Context: an optimization exercise on an open-source flow, tuned for small area and a short achievable clock period. The choices shown serve that exercise and are no tape-out recipe. The RTL was checked by simulation tests, not by an equivalence proof against the original design.

==> flow/design.v, too long to show whole: its modules and the start of the top module <==
// module cvu: 1115 lines
module cvu (
    input  wire        clk,
    input  wire        rst,           
    input  wire [1:0]  cfg_poly,      
    input  wire        cfg_guard,     
    input  wire [31:0] cfg_xor,       
    input  wire        in_valid,
    input  wire        in_first,      
    input  wire        in_last,       
    input  wire [5:0]  in_words,      
    input  wire [63:0] in_guard,      
    input  wire [2:0]  in_nbytes,     
    input  wire [63:0] in_data,       
    input  wire        sw_we,
    input  wire [1:0]  sw_addr,       
    input  wire [31:0] sw_wdata,
    output reg  [31:0] cvrun,
    output wire [31:0] cvres,
    output reg         lostf,
    output reg         matchf,
    output reg         misf,
    output reg  [15:0] cvlost,
    output wire        busy
);
  // ...
==> flow/run.sh <==
#!/bin/bash
# synth_recipe.tcl (not shown) runs the flow's synth.tcl, then flattens the netlist and writes it again
# the make line also repeats each setting of config.mk as NAME=value (left out here)
make -C /OpenROAD-flow-scripts/flow DESIGN_CONFIG=/design/flow/config.mk WORK_HOME=/design/flow/orfs CLKGATE_MAP_FILE= SYNTH_SCRIPT=/design/flow/synth_recipe.tcl finish
==> flow/config.mk <==
export PLATFORM = sky130hd
export DESIGN_NAME = cvu
export DESIGN_NICKNAME = cvu
export VERILOG_FILES = /design/flow/design.v
export SDC_FILE = /design/flow/constraint.sdc
export NUM_CORES = 4
export LEC_CHECK = 0
export CAP_MARGIN = 20
export CORE_MARGIN = 2
export CORE_UTILIZATION = 40
export SLEW_MARGIN = 20
==> flow/constraint.sdc <==
create_clock -name core_clock -period 20.0 [get_ports {clk}]
set_input_delay 4.0000 -clock core_clock [delete_from_list [all_inputs] [get_ports {clk}]]
set_output_delay 4.0000 -clock core_clock [all_outputs]
set_load 0.01 [all_outputs]
==> results.txt, run 1 <==
final setup skew: 0.04098 ns
area share of fa/ha/maj cells after synthesis: 0.003164
Hold Buf Count CTS: 0
final setup TNS: 0 ns
max_cap viols: 0
cts repair resizes: 0
met3 WL: 23.67 mm
mux cell area share after synthesis: 0.1025
Buffers & Inverters on Critical Path: 3
count of multi-input gates: 4708
fin nets: 7014
setup bufs post-CTS: 0
Antenna Violating Nets Remaining: 0
CTS root buffer: clkbuf_16
Seq/Total Area, Yosys: 0.5015
Final Worst Setup Slack: 10.02 ns
count of plain and timing-repair buffers: 515
Non-clock buffering overhead: 0.04999
max layer used: met4
simple logic cell fraction of the synthesized area: 0.06016
Post-Synthesis Cells: 6470
CTS tree: done
DP HPWL: 234.5 mm
CP Capture Type: output port
Min-Delay Startpoint: in_poly[1]
CTS clock-pin slew for the worst setup and hold paths: 0.06 ns
count of different cell masters after synthesis: 112
worst min-delay path endpoint: in_poly[1]
Peak Freq: 0.1002 GHz
most frequent cell after synthesis: xnor2_1
Initial Utilization: 0.4027
largest area contributor in the netlist: edfxtp_1
worst skew pair latency: 0.78 ns
hold path cells: 2
gr busiest metal: met2
placed insts: 9314
status: complete, no violations
count of warnings emitted by yosys: 1
seq_cells: 1385
==> inputs of run 2 (changes only) <==
--- a/flow/design.v
+++ b/flow/design.v
@@ -19,18 +19,18 @@
     output reg         lostf,
     output reg         matchf,
     output reg         misf,
     output reg  [15:0] cvlost,
     output wire        busy
 );
     localparam DEPTH = 32;
     localparam W     = 38;            
-    reg [W-1:0] bank0 [0:DEPTH/2-1];    
-    reg [W-1:0] bank1 [0:DEPTH/2-1];    
+    reg [W-1:0] ent [0:DEPTH-1];
+    reg [DEPTH-1:0] rsel;             
     reg [5:0]  wp, rp;                
     reg        in_acc;                
     reg [1:0]  in_poly;               
     wire [5:0] occ  = wp - rp;
     wire [6:0] room = DEPTH - {1'b0, occ};
     wire fit0   = {1'b0, in_words} <= room;
     wire fit1   = {1'b0, in_words} <  room;
     wire start  = in_valid && in_first;
@@ -601,34 +601,37 @@
     assign lg_p2[30] = 1'b0;
     assign lg_p2[31] = 1'b0;
     wire [31:0]  dr     = (bpoly == 2'd0) ? ld_p0 : (bpoly == 2'd1) ? ld_p1 : ld_p2;
     wire [31:0]  gr     = (cfg_poly == 2'd0) ? lg_p0 : (cfg_poly == 2'd1) ? lg_p1 : lg_p2;
     wire [W-1:0] w_beat = {bpoly, in_last, in_nbytes, dr};
     wire [W-1:0] w_grd  = {cfg_poly, 1'b0, 3'd7, gr};
     wire [W-1:0] din0   = (gword && !wp[0]) ? w_grd : w_beat;
     wire [W-1:0] din1   = (gword &&  wp[0]) ? w_grd : w_beat;
-    wire [3:0] wrow   = wp[4:1];
-    wire [3:0] wrow1  = wrow + 4'd1;
-    wire       we0    = put && (!wp[0] || gword);
-    wire [3:0] row0   = wp[0] ? wrow1 : wrow;
-    wire       we1    = put && (wp[0] || gword);
-    always @(posedge clk) begin
-        if (we0) bank0[row0] <= din0;
-        if (we1) bank1[wrow] <= din1;
-    end
+    wire [4:0] wp1 = wp[4:0] + 5'd1;
+    integer e;
+    always @(posedge clk)
+        for (e = 0; e < DEPTH; e = e + 1)
+            if ((put && wp[4:0] == e) || (gword && wp1 == e))
+                ent[e] <= (e % 2 == 0) ? din0 : din1;
     reg [31:0] acc;
     reg        mid_item;              
     reg        pend_run, pend_exp;
     reg [31:0] pend_run_d, pend_exp_d;
     wire        apply_run = pend_run && !mid_item;
     wire        apply_exp = pend_exp && !mid_item;
     wire        nonempty  = (occ != 6'd0);
     wire        pop       = nonempty && !apply_run;
-    wire [W-1:0] head  = rp[0] ? bank1[rp[4:1]] : bank0[rp[4:1]];
+    reg  [W-1:0] head;
+    integer h;
+    always @(*) begin
+        head = {W{1'b0}};
+        for (h = 0; h < DEPTH; h = h + 1)
+            head = head | ({W{rsel[h]}} & ent[h]);
+    end
     wire [31:0]  hr    = head[31:0];
     wire [2:0]   hnb   = head[34:32];
     wire         hlast = head[35];
     wire [1:0]   hpoly = head[37:36];
     wire [31:0] wv  = mid_item ? acc : cvrun;
     wire [31:0] vm  = (hpoly == 2'd2) ? {16'd0, wv[15:0]} : wv;
     wire [31:0] u   = vm ^ hr;
     wire [63:0] win = {32'd0, u} << {~hnb, 3'b000};
@@ -1051,16 +1054,17 @@
             pend_run_d <= sw_wdata;
         if (sw_we && sw_addr == 2'd1)
             pend_exp_d <= sw_wdata;
     end
     always @(posedge clk) begin
         if (rst) begin
             wp         <= 6'd0;
             rp         <= 6'd0;
+            rsel       <= {{(DEPTH-1){1'b0}}, 1'b1};
             in_acc     <= 1'b0;
             in_poly    <= 2'd0;
             cvrun      <= 32'd0;
             mid_item   <= 1'b0;
             pend_run   <= 1'b0;
             pend_exp   <= 1'b0;
             lostf      <= 1'b0;
             matchf     <= 1'b0;
@@ -1073,17 +1077,18 @@
                 wp <= wp + 6'd1;
             if (start) begin
                 in_acc  <= admit;
                 in_poly <= cfg_poly;
             end
             if (apply_run) begin
                 cvrun <= pend_run_d;
             end else if (pop) begin
-                rp  <= rp + 6'd1;
+                rp   <= rp + 6'd1;
+                rsel <= {rsel[DEPTH-2:0], rsel[DEPTH-1]};
                 if (hlast) begin
                     cvrun    <= acc_next;
                     mid_item <= 1'b0;
                 end else begin
                     mid_item <= 1'b1;
                 end
             end
             if (sw_we && sw_addr == 2'd0) begin
==> results.txt, run 2 <==
# rows: 163 (was 165)
Total Wirelength: 353.5 mm (was 325.1 mm)
ratio of cells with drive above 1 in the final layout: 0.1119 (was 0.1156)
CP Cell Sequence: buf_2, nor2b_1, buf_4, nor2_1, clkdlybuf4s50_1 (was buf_2, buf_4, nor2b_2, nor2_1, clkdlybuf4s50_1)
CP Capture Type: output port (unchanged)
Port Buffers: 295 (unchanged)
FFs w/ async S/R, synth: 0 (unchanged)
CTS root buffer: clkbuf_16 (unchanged)
Area contributors post-synth: edfxtp_1 (50%), xnor2_1 (16%), a22oi_1 (5.6%), xor2_1 (5.5%), dfxtp_1 (2.6%) (was edfxtp_1 (48%), xnor2_1 (17%), mux2i_1 (6.1%), xor2_1 (5.2%), mux4_2 (3.3%))
total track usage: 0.3434 (was 0.3085)
RSZ-0062 raised after global routing: no (unchanged)
commonest non-fill, non-tap cell in the layout: xnor2_1 (unchanged)
Die Area: 201000 um2 (was 207300 um2)
FF+latch count, synth: 1413 (was 1385)
post-route cell area: 90580 um2 (was 92400 um2)
Final Instance Count excl. Fillers: 9467 (was 9564)
count of warnings emitted by yosys: 2 (was 1)
Core Util, Final: 0.4603 (was 0.4567)
post-synth top area share: 0.4989 (was 0.4836)
max FFs per register: 1216
Seq/Total Area, Yosys: 0.5246 (was 0.5015)
count of final hold-check violations: 0 (unchanged)
# clock sinks: 1413 (was 1385)
vias per inst: 6.210 (was 5.813)
hold crit path type: reg2reg (unchanged)
status: complete, no violations (unchanged)
EDFF count, synth: 1312 (unchanged)
area delta synth->final: 14.72% (was 13.42%)
Synth Area per Inst: 12.36 um2 (was 12.59 um2)
placed insts: 9204 (was 9314)
crit path max fanout: 16 (was 50)
gpl congestion: 1.056 (was 1.037)
Worst EP required: 16.00 ns (about the same)
Crit path largest cell delay: 0.62 ns (was 0.67 ns)
Worst EP arrival: 5.50 ns (was 5.98 ns)
Buffers & Inverters on Critical Path: 3 (unchanged)
Peak Freq: 0.1053 GHz (was 0.1002 GHz)
Remaining DRCs: 0 (unchanged)
drt first pass iters: 6 (was 5)
fin nets: 6945 (was 7014)
Initial Utilization: 0.4012 (was 0.4027)
largest area contributor in the netlist: edfxtp_1 (unchanged)
final setup fails: 0 (unchanged)
die outline width: 448.3 um (was 455.3 um)
most frequent cells in the layout: xnor2_1 (1465), edfxtp_1 (1312), a22oi_1 (592) (was xnor2_1 (1568), edfxtp_1 (1312), xor2_1 (485))
CP top delay family: buffers and inverters (unchanged)
largest net degree at the start of global routing: 64 (was 113)
number of DRC markers in iteration 0: 9130 (was 6079)
vias in the first global route: 55140 (was 54280)
Post-synth top cells: xnor2_1 (1466), edfxtp_1 (1312), a22oi_1 (592), xor2_1 (500), nand2_1 (408) (was xnor2_1 (1569), edfxtp_1 (1312), mux2i_1 (494), xor2_1 (485), nand2_1 (387))
Hold Buf Count CTS: 0 (unchanged)
# IOs: 296 (unchanged)
CP max-delay cell: clkdlybuf4s50_1 (was nor2b_2)
Mapped Area: 78960 um2 (was 81470 um2)
worst skew pair latency: 0.81 ns (was 0.78 ns)
DP HPWL: 240.2 mm (was 234.5 mm)
Slew @ Worst Pin: 1.280 ns (was 1.170 ns)
worst relative slew slack: 0.1431 (was 0.2139)
htree depth: 4 (unchanged)
initial antenna violation count: 6 (was 4)
DIE HEIGHT: 448.3 um (was 455.3 um)
Slew Limit Fails: 0 (unchanged)
most frequent cell after synthesis: xnor2_1 (unchanged)
storage element area: 41460 um2 (was 40870 um2)
CTS tree: done (unchanged)
FILL cells: 17770 (was 18400)
Final min period: 9.501 ns (was 9.981 ns)
final setup skew: 0.05598 ns (was 0.04098 ns)
total CTS buffers: 140 (was 137)
crit path kind: in2out (unchanged)
Routed WL per cell: 37.34 um (was 33.99 um)
first-pass GRT wire length: 474.1 mm (was 443.4 mm)
Setup crit start kind: primary input (unchanged)
CTS clock-pin slew for the worst setup and hold paths: 0.07 ns (was 0.06 ns)
Syn Nets: 6624 (was 6702)
max_cap viols: 0 (unchanged)
footprint of the multi-input gates: 36420 um2 (was 39100 um2)
grt ovf: 0 (unchanged)
Post-synth top flop: edfxtp_1 (unchanged)
DR vias: 58790 (was 55590)
count of different cell masters after synthesis: 113 (was 112)
setup bufs post-CTS: 0 (unchanged)
core box area: 196800 um2 (was 202300 um2)
final setup TNS: 0 ns (unchanged)
placed inst area: 85980 um2 (was 87930 um2)
Clock Tree Buf Depth: 3 (unchanged)
Top reg by flops: ent
cts repair resizes: 0 (unchanged)
final worst-path cycle share: 0.4750 (was 0.4991)
Post-Synthesis Cells: 6389 (was 6470)
WHS: 0.4890 ns (was 0.4741 ns)
Antenna Violating Nets Remaining: 0 (unchanged)
-- run 2: cell count changes in the layout (fill, tap and decap cells not counted), sizes merged, moves of 39 or more --
cell	before	now
nand4	21	164
a21oi	219	177
xnor2	1590	1492
xnor3	29	68
mux4	119	0
nor2	315	231
mux2i	498	132
a22oi	179	593
-- run 2: cell type report --
type	instances	area share
Antenna cell	7	0.0001934
Clock buffer	189	0.04196
Clock inverter	63	0.006685
Inverter	31	0.001285
Multi-Input combinational cell	4578	0.4020
Sequential cell	1413	0.4577
Tap cell	2640	0.03647
Timing Repair Buffer	546	0.05366
-- run 2: logic make-up after synthesis --
| logic type | count (synthesis) | share of synthesized area |
|---|---|---|
| AOI/OAI and AO/OA | 1205 | 0.1094 |
| xor gates and xnor gates | 2080 | 0.2486 |
| adders and majority gates | 23 | 0.003740 |
| buffers and inverters | 398 | 0.02336 |
| DFF | 1413 | 0.5246 |
| muxes | 167 | 0.02244 |
| and+or+nand+nor | 1103 | 0.06790 |
-- run 2: worst paths after layout --
path                             startpoint   endpoint  slack (ns)  cells past startpoint
worst max-delay path            cfg_poly[1]  cvres[23]       10.50                      5
worst min register to register        rp[1]      rp[1]        0.49                      2
worst max register to register      rsel[8]  cvrun[10]       11.46                     19
worst min-delay path                  rp[1]      rp[1]        0.49                      2
-- run 2: routing by layer --
metal | vias to the layer above | GRT usage | wire length (um)
met5 | - | 0 | 0
li1 | 24020 | - | -
met4 | 0 | 0.1626 | 20120
met3 | 866 | 0.06975 | 39800
met2 | 4281 | 0.5265 | 157000
met1 | 29620 | 0.4661 | 136600
-- run 2: worst min-delay path, stage by stage, from the launching register on --
cell and delay [ns]:
dfxtp_1 0.33, nand2_1 0.06, a21oi_1 0.05
-- run 2: metrics by stage --
stage	setup slack, ns
CTS	10.43
detailed placement	9.603
global route	10.34
finish	10.50
global placement	9.751
floorplan	10.81
==> inputs of run 3 (changes only) <==
==> flow/flow/run.sh (new file) <==
#!/bin/bash
# The standard layout, with two changes to how it is made:
# - plain buf_1 cells as the port buffers (the default picks a slow
#   clock-delay buffer for them);
# - timing repair aims for more setup slack than zero, so that the layout's
#   paths come out close to the shortest clock period the ports allow.
set -euo pipefail
export BUFFER_PORTS_ARGS="-buffer_cell sky130_fd_sc_hd__buf_1"
export SETUP_SLACK_MARGIN=11.5
bash standard.sh > standard_flow.log 2>&1
==> flow/standard.sh (new file) <==
#!/bin/bash
# synth_recipe.tcl (not shown) runs the flow's synth.tcl, then flattens the netlist and writes it again
# the make line also repeats each setting of config.mk as NAME=value (left out here)
make -C /OpenROAD-flow-scripts/flow DESIGN_CONFIG=/design/flow/config.mk WORK_HOME=/design/flow/orfs CLKGATE_MAP_FILE= SYNTH_SCRIPT=/design/flow/synth_recipe.tcl "${@:-finish}"
removed: flow/run.sh
==> results.txt, run 3 <==
core box area: 196800 um2 (unchanged)
max FFs per register: 1216 (unchanged)
status: complete, no violations (unchanged)
gpl congestion: 1.033 (was 1.056)
Mapped Area: 78960 um2 (unchanged)
CTS root buffer: clkbuf_16 (unchanged)
Synth Area per Inst: 12.36 um2 (unchanged)
final setup fails: 0 (unchanged)
max_cap viols: 0 (unchanged)
# IOs: 296 (unchanged)
final worst-path cycle share: 0.4485 (was 0.4750)
DP HPWL: 249.4 mm (was 240.2 mm)
CTS clock-pin slew for the worst setup and hold paths: 0.06 ns (was 0.07 ns)
Area contributors post-synth: edfxtp_1 (50%), xnor2_1 (16%), a22oi_1 (5.6%), xor2_1 (5.5%), dfxtp_1 (2.6%) (unchanged)
Remaining DRCs: 0 (unchanged)
Routed WL per cell: 38.30 um (was 37.34 um)
CP Cell Sequence: clkbuf_16, buf_12, nor2b_4, buf_12, buf_16, nor2_4, buf_6 (was buf_2, nor2b_1, buf_4, nor2_1, clkdlybuf4s50_1)
Slew @ Worst Pin: 1.455 ns (was 1.280 ns)
worst skew pair latency: 0.82 ns (was 0.81 ns)
Seq/Total Area, Yosys: 0.5246 (unchanged)
drt first pass iters: 6 (unchanged)
Post-Synthesis Cells: 6389 (unchanged)
most frequent cell after synthesis: xnor2_1 (unchanged)
critical path's most frequent cell: buf_12
Initial Utilization: 0.4012 (unchanged)
grt ovf: 0 (unchanged)
Post-synth top cells: xnor2_1 (1466), edfxtp_1 (1312), a22oi_1 (592), xor2_1 (500), nand2_1 (408) (unchanged)
vias in the first global route: 55850 (was 55140)
crit path kind: in2out (unchanged)
Worst EP arrival: 4.97 ns (was 5.50 ns)
CP top delay family: buffers and inverters (unchanged)
Syn Nets: 6624 (unchanged)
# clock sinks: 1413 (unchanged)
initial antenna violation count: 7 (was 6)
worst relative slew slack: 0.01989 (was 0.1431)
Slew Limit Fails: 0 (unchanged)
Port Buffers: 295 (unchanged)
ratio of cells with drive above 1 in the final layout: 0.1305 (was 0.1119)
Setup crit start kind: primary input (unchanged)
Top reg by flops: ent (unchanged)
number of DRC markers in iteration 0: 8844 (was 9130)
count of different cell masters after synthesis: 113 (unchanged)
Hold Buf Count CTS: 0 (unchanged)
post-route cell area: 89940 um2 (was 90580 um2)
fin nets: 7002 (was 6945)
FFs w/ async S/R, synth: 0 (unchanged)
htree depth: 4 (unchanged)
largest net degree at the start of global routing: 74 (was 64)
placed insts: 9225 (was 9204)
placed inst area: 84410 um2 (was 85980 um2)
count of final hold-check violations: 0 (unchanged)
first-pass GRT wire length: 486.2 mm (was 474.1 mm)
commonest non-fill, non-tap cell in the layout: xnor2_1 (unchanged)
Buffers & Inverters on Critical Path: 5 (was 3)
area delta synth->final: 13.90% (was 14.72%)
CTS tree: done (unchanged)
post-synth top area share: 0.4989 (unchanged)
EDFF count, synth: 1312 (unchanged)
final setup TNS: 0 ns (unchanged)
crit path max fanout: 8 (was 16)
CP Capture Type: output port (unchanged)
RSZ-0062 raised after global routing: yes (was no)
die outline width: 448.3 um (unchanged)
count of warnings emitted by yosys: 2 (unchanged)
total CTS buffers: 139 (was 140)
# rows: 163 (unchanged)
Clock Tree Buf Depth: 3 (unchanged)
Antenna Violating Nets Remaining: 0 (unchanged)
Die Area: 201000 um2 (unchanged)
Total Wirelength: 364.5 mm (was 353.5 mm)
DIE HEIGHT: 448.3 um (unchanged)
FF+latch count, synth: 1413 (unchanged)
CP max-delay cell: buf_16 (was clkdlybuf4s50_1)
total track usage: 0.3548 (was 0.3434)
final setup skew: 0.05421 ns (was 0.05598 ns)
Crit path largest cell delay: 0.18 ns (was 0.62 ns)
most frequent cells in the layout: xnor2_1 (1461), edfxtp_1 (1312), a22oi_1 (592) (was xnor2_1 (1465), edfxtp_1 (1312), a22oi_1 (592))
Worst EP required: 16.00 ns (about the same)
DR vias: 58930 (was 58790)
Peak Freq: 0.1115 GHz (was 0.1053 GHz)
vias per inst: 6.193 (was 6.210)
Final Instance Count excl. Fillers: 9516 (was 9467)
largest area contributor in the netlist: edfxtp_1 (unchanged)
FILL cells: 17950 (was 17770)
hold crit path type: reg2reg (unchanged)
Final min period: 8.969 ns (was 9.501 ns)
Post-synth top flop: edfxtp_1 (unchanged)
## run 3: kinds of logic (layout without fill, tap and decap cells)
kind of cell,after synthesis,in the layout,share of synthesized area
AO/OA/AOI/OAI,1205,1205,0.1094
XOR/XNOR,2080,2080,0.2486
adder cells (fa/ha/maj),23,23,0.003740
buffers and inverters,398,883,0.02336
flip-flops,1413,1413,0.5246
multiplexers,167,167,0.02244
other,0,2,0
AND/OR/NAND/NOR,1103,1103,0.06790
## run 3: path summary, 6_finish.rpt
check             slack (ns)         to  cells after the start      startpoint
setup / recovery       11.03  cvres[18]                      7     cfg_poly[1]
hold reg to reg         0.48  cvrun[31]                      2  pend_run_d[31]
hold / removal          0.48  cvrun[31]                      2  pend_run_d[31]
setup reg to reg       11.48  cvrun[15]                     20        rsel[31]
## run 3: cell type report
class	count	area, um2	area share
diodes	2	5.005	0.00005565
clock buffers	179	3670	0.04080
clock inverters	69	852.1	0.009474
multi-input cells	4578	36730	0.4084
well taps	2640	3303	0.03673
repair buffers	604	3800	0.04225
flip-flops and latches	1413	41460	0.4610
inverters	31	116.4	0.001294
## run 3: worst min-delay path: cells and delay by family (launching register included)
kind | cells | cell delay (ns)
flip-flops | 1 | 0.32
AO/OA/AOI/OAI | 1 | 0.06
AND/OR/NAND/NOR | 1 | 0.07
## run 3: through the flow
| step | util | worst slack [ns] | hold slack, ns |
|---|---|---|---|
| 6_report | 0.4570 | 11.03 | 0.4762 |
| 5_1_grt | 0.4570 | 11.03 | 0.4732 |
| 4_1_cts | 0.4550 | 11.02 | 0.4705 |
| 3_5_place_dp | 0.4289 | 10.00 | 0.4566 |
| 3_3_place_gp | 0.4288 | 10.19 | 0.4718 |
| 2_1_floorplan | - | 10.81 | 0.4333 |
## run 3: what timing repair did
action	CTS	global route
resized for setup	91	17
setup buffers	18	17
pin swaps	9	7
gates cloned	3	0
endpoints found under the setup margin	480	448
## run 3: per-layer routing
metal | up-vias | GRT usage | routed length, um
li1 | 24090 | - | -
met1 | 29750 | 0.4812 | 140800
met2 | 4231 | 0.5454 | 161200
met3 | 867 | 0.05989 | 39100
met4 | 2 | 0.1860 | 23390
met5 | - | 0 | 12

-- static timing again, ports no longer ideal --
The flow's constraints put no driver on any port. The routed layouts listed below were extracted and timed again, unchanged, in two steps.
Step 1: set_driving_cell puts a clkbuf_16 on clk and a buf_2 on each other input, an assumption about the parent block.
Step 2 times the ports against the registers' clock, not the clock port: input delays grow and output delays shrink by t, the midpoint of the rising clock arrivals with the driver on.
Three values: no drivers, after step 1, after step 2; two values: the first two.
run | t (ns) | setup WS [ns] | hold WS [ns] | worst setup path after step 2 | latest minus earliest clock arrival (ns)
run 1 | 0.853 | 10.019 / 9.984 / 9.812 | 0.474 / 0.474 / 0.474 | input to register | 0.041 / 0.041
run 2 | 0.859 | 10.500 / 10.481 / 9.788 | 0.489 / 0.489 / 0.489 | input to register | 0.066 / 0.066
run 3 | 0.858 | 11.031 / 10.990 / 10.828 | 0.476 / 0.476 / 0.476 | input to register | 0.054 / 0.054
After both steps every run listed still meets setup and hold. The setup slack of run 2, which loses most, moves by -0.019 ns with the drivers and by -0.712 ns with both steps.
